This design comes from an exercise in tuning for small area, a short achievable clock period and few clock cycles per item on the open sky130 flow, not from production work.
Only simulation tests tie the RTL to the original design; equivalence was not proved.

== green ==
// lpe_update
module lpe_update (
    input  wire        clk,
    input  wire        rst,
    input  wire        in_valid,
    output wire        in_ready,
    input  wire [11:0] in_tag,
    input  wire [1:0]  in_order,
    input  wire        in_cls_f,
    input  wire        in_aid,
    input  wire [5:0]  in_s0,
    input  wire [5:0]  in_s1,
    input  wire [5:0]  in_s2,
    input  wire [5:0]  in_s3,
    input  wire [31:0] in_c0,
    input  wire [31:0] in_c1,
    input  wire [31:0] in_c2,
    input  wire [31:0] in_c3,
    input  wire [31:0] in_out_min,
    input  wire [31:0] in_out_max,
    input  wire [31:0] in_lim_a,
    input  wire [31:0] in_lim_b,
    input  wire [31:0] in_xfer_lim,
    input  wire [31:0] in_x,
    input  wire [31:0] in_sp,
    input  wire [31:0] in_a,
    input  wire [31:0] in_acc1,
    input  wire [31:0] in_acc2,
    output reg         out_valid,
    input  wire        out_ready,
    output reg  [11:0] out_tag,
    output reg  [31:0] out_y,
    output reg  [31:0] out_xfer,
    output reg  [31:0] out_acc1,
    output reg  [31:0] out_acc2,
  ...
Size in the first run: about 18000 cells after synthesis, roughly 1600 flip-flops, ~190000 um2 of cells after synthesis.
make LEC_CHECK=0 CAP_MARGIN=20 CORE_MARGIN=2 CORE_UTILIZATION=55 PLACE_DENSITY=0.72 SLEW_MARGIN=60 finish   # period 42.0 ns
run.sh (not shown) runs the stock make flow with config.mk's settings and CLKGATE_MAP_FILE= SYNTH_SCRIPT=/design/flow/synth_recipe.tcl, a recipe that flattens the netlist after the stock synthesis.
green | status: complete | timing, DRC, antenna: pass
Testbench counts of green, summed over its fixed seeds: cycles 12,032, items 12,000.
## Diff of input files: purple against green
# green
export LEC_CHECK = 0
export CAP_MARGIN = 20
export CORE_MARGIN = 2
export CORE_UTILIZATION = 55
export PLACE_DENSITY = 0.72
export SLEW_MARGIN = 60
create_clock -name core_clock -period 42.0 [get_ports {clk}]
# purple
export LEC_CHECK = 0
export CAP_MARGIN = 20
export CORE_MARGIN = 2
export CORE_UTILIZATION = 65
export PLACE_DENSITY = 0.8
export SLEW_MARGIN = 70
create_clock -name core_clock -period 42.0 [get_ports {clk}]
Notes after the runs:
- green went all the way through synthesis, placement and routing and the layout is clean on timing, DRC and antenna.
- purple | status: complete | timing, DRC, antenna: pass
- Between purple and green, the met1 routed wirelength after detailed routing is lower for purple.
- green has a lower estimated wirelength of the detail-placed design than purple.
- The final reports for purple and green show sequential share of layout area lower in the former.
- Compared with green, purple shows a number of tap cells inserted that is about 17% lower.
- green → purple: delay of the slowest critical-path stage fell 0.05 ns, global-route usage rose 6.6 points.


== lane 1 ==
lpe_update again, from the RTL that the note above started with.
Design lpe_update, start of the top module:
module lpe_update (
    input  wire        clk,
    input  wire        rst,
    input  wire        in_valid,
    output wire        in_ready,
    input  wire [11:0] in_tag,
    input  wire [1:0]  in_order,
    input  wire        in_cls_f,
    input  wire        in_aid,
    input  wire [5:0]  in_s0,
    input  wire [5:0]  in_s1,
    input  wire [5:0]  in_s2,
    input  wire [5:0]  in_s3,
    input  wire [31:0] in_c0,
    input  wire [31:0] in_c1,
    input  wire [31:0] in_c2,
    input  wire [31:0] in_c3,
    input  wire [31:0] in_out_min,
    input  wire [31:0] in_out_max,
    input  wire [31:0] in_lim_a,
    input  wire [31:0] in_lim_b,
    input  wire [31:0] in_xfer_lim,
    input  wire [31:0] in_x,
    input  wire [31:0] in_sp,
    input  wire [31:0] in_a,
    input  wire [31:0] in_acc1,
    input  wire [31:0] in_acc2,
    output reg         out_valid,
    input  wire        out_ready,
    output reg  [11:0] out_tag,
    output reg  [31:0] out_y,
    output reg  [31:0] out_xfer,
    output reg  [31:0] out_acc1,
    output reg  [31:0] out_acc2,
    output reg         out_sat,
    output reg         out_clamp
);
    function automatic [31:0] sat34(input [33:0] v);
        if (v[33:31] == 3'b000 || v[33:31] == 3'b111) sat34 = v[31:0];
        else sat34 = v[33] ? 32'h80000000 : 32'h7fffffff;
    endfunction
    function automatic ovf34(input [33:0] v);
        ovf34 = !(v[33:31] == 3'b000 || v[33:31] == 3'b111);
    endfunction
    reg  v0, v1, v2, sk_valid, rdy;
    wire push = v2 && !sk_valid;
    wire en2  = !v2 || !sk_valid;
    wire en1  = !v1 || en2;
    wire en0  = !v0 || en1;
    wire sk_next = sk_valid ? !out_ready : (out_valid && !out_ready && push);
    wire v0_next = en0 ? in_valid : v0;
    wire v1_next = en1 ? v0 : v1;
    wire v2_next = en2 ? v1 : v2;
    assign in_ready = rdy;
    always @(posedge clk) begin
        if (rst) begin
            v0  <= 1'b0;
            v1  <= 1'b0;
            v2  <= 1'b0;
            rdy <= 1'b1;
        end else begin
            v0  <= v0_next;
            v1  <= v1_next;
            v2  <= v2_next;
            rdy <= !v0_next || !v1_next || !v2_next || !sk_next;
        end
    end
  ...
Settings: LEC_CHECK=0, CAP_MARGIN=20, CORE_MARGIN=2, CORE_UTILIZATION=55, PLACE_DENSITY=0.72, SLEW_MARGIN=55; clock period 42.0 ns.
Testbench counts of lane 1, summed over its fixed seeds: cycles 12,032, items 12,000.
[inputs] lane 2 vs lane 1
--- a/flow/config.mk
+++ b/flow/config.mk
@@ -10,3 +10,3 @@
 export CORE_UTILIZATION = 55
 export PLACE_DENSITY = 0.72
-export SLEW_MARGIN = 55
+export SLEW_MARGIN = 70
Findings:
Going from lane 1 to lane 2, core utilization grows by 1.7 points. Diff lane 2..lane 1 | post-route fraction of the period consumed by the critical path | negligible. Relative to lane 1, the final critical path time including I/O delays and setup of lane 2 is higher by 39 ps. Side by side, initial antenna violation count turned out lower in lane 2 than in lane 1. Compared with lane 1, lane 2 shows a lower fraction of standard cell area that is sequential.

==> static timing again, ports no longer ideal <==
The results above use ideal ports. As a check the final layouts listed here were re-extracted and re-timed, cells and wires unchanged.
Step 1, drivers: a clkbuf_16 drives clk and a buf_2 each remaining input, both assumed.
Step 2 adds t to the input delays and takes it off the output delays; t is the mean of the earliest and latest rising clock arrival at the registers after step 1. Input paths then give back, and output paths get back, about the clock's delay inside the block.
Three values: ideal ports, drivers, drivers and shift; two values: the first two.
run	t, ns	setup slack, ns	worst setup path at the end
green	0.992	31.332 / 31.423 / 30.431	input to register
purple	0.978	31.267 / 31.345 / 30.367	input to register
lane 1	0.991	31.337 / 31.423 / 30.432	input to register
lane 2	1.001	31.298 / 31.387 / 30.386	input to register
After both steps setup and hold are still met in every run listed. The setup slack of lane 2, which loses most, moves by +0.089 ns with the drivers and by -0.912 ns with both steps.
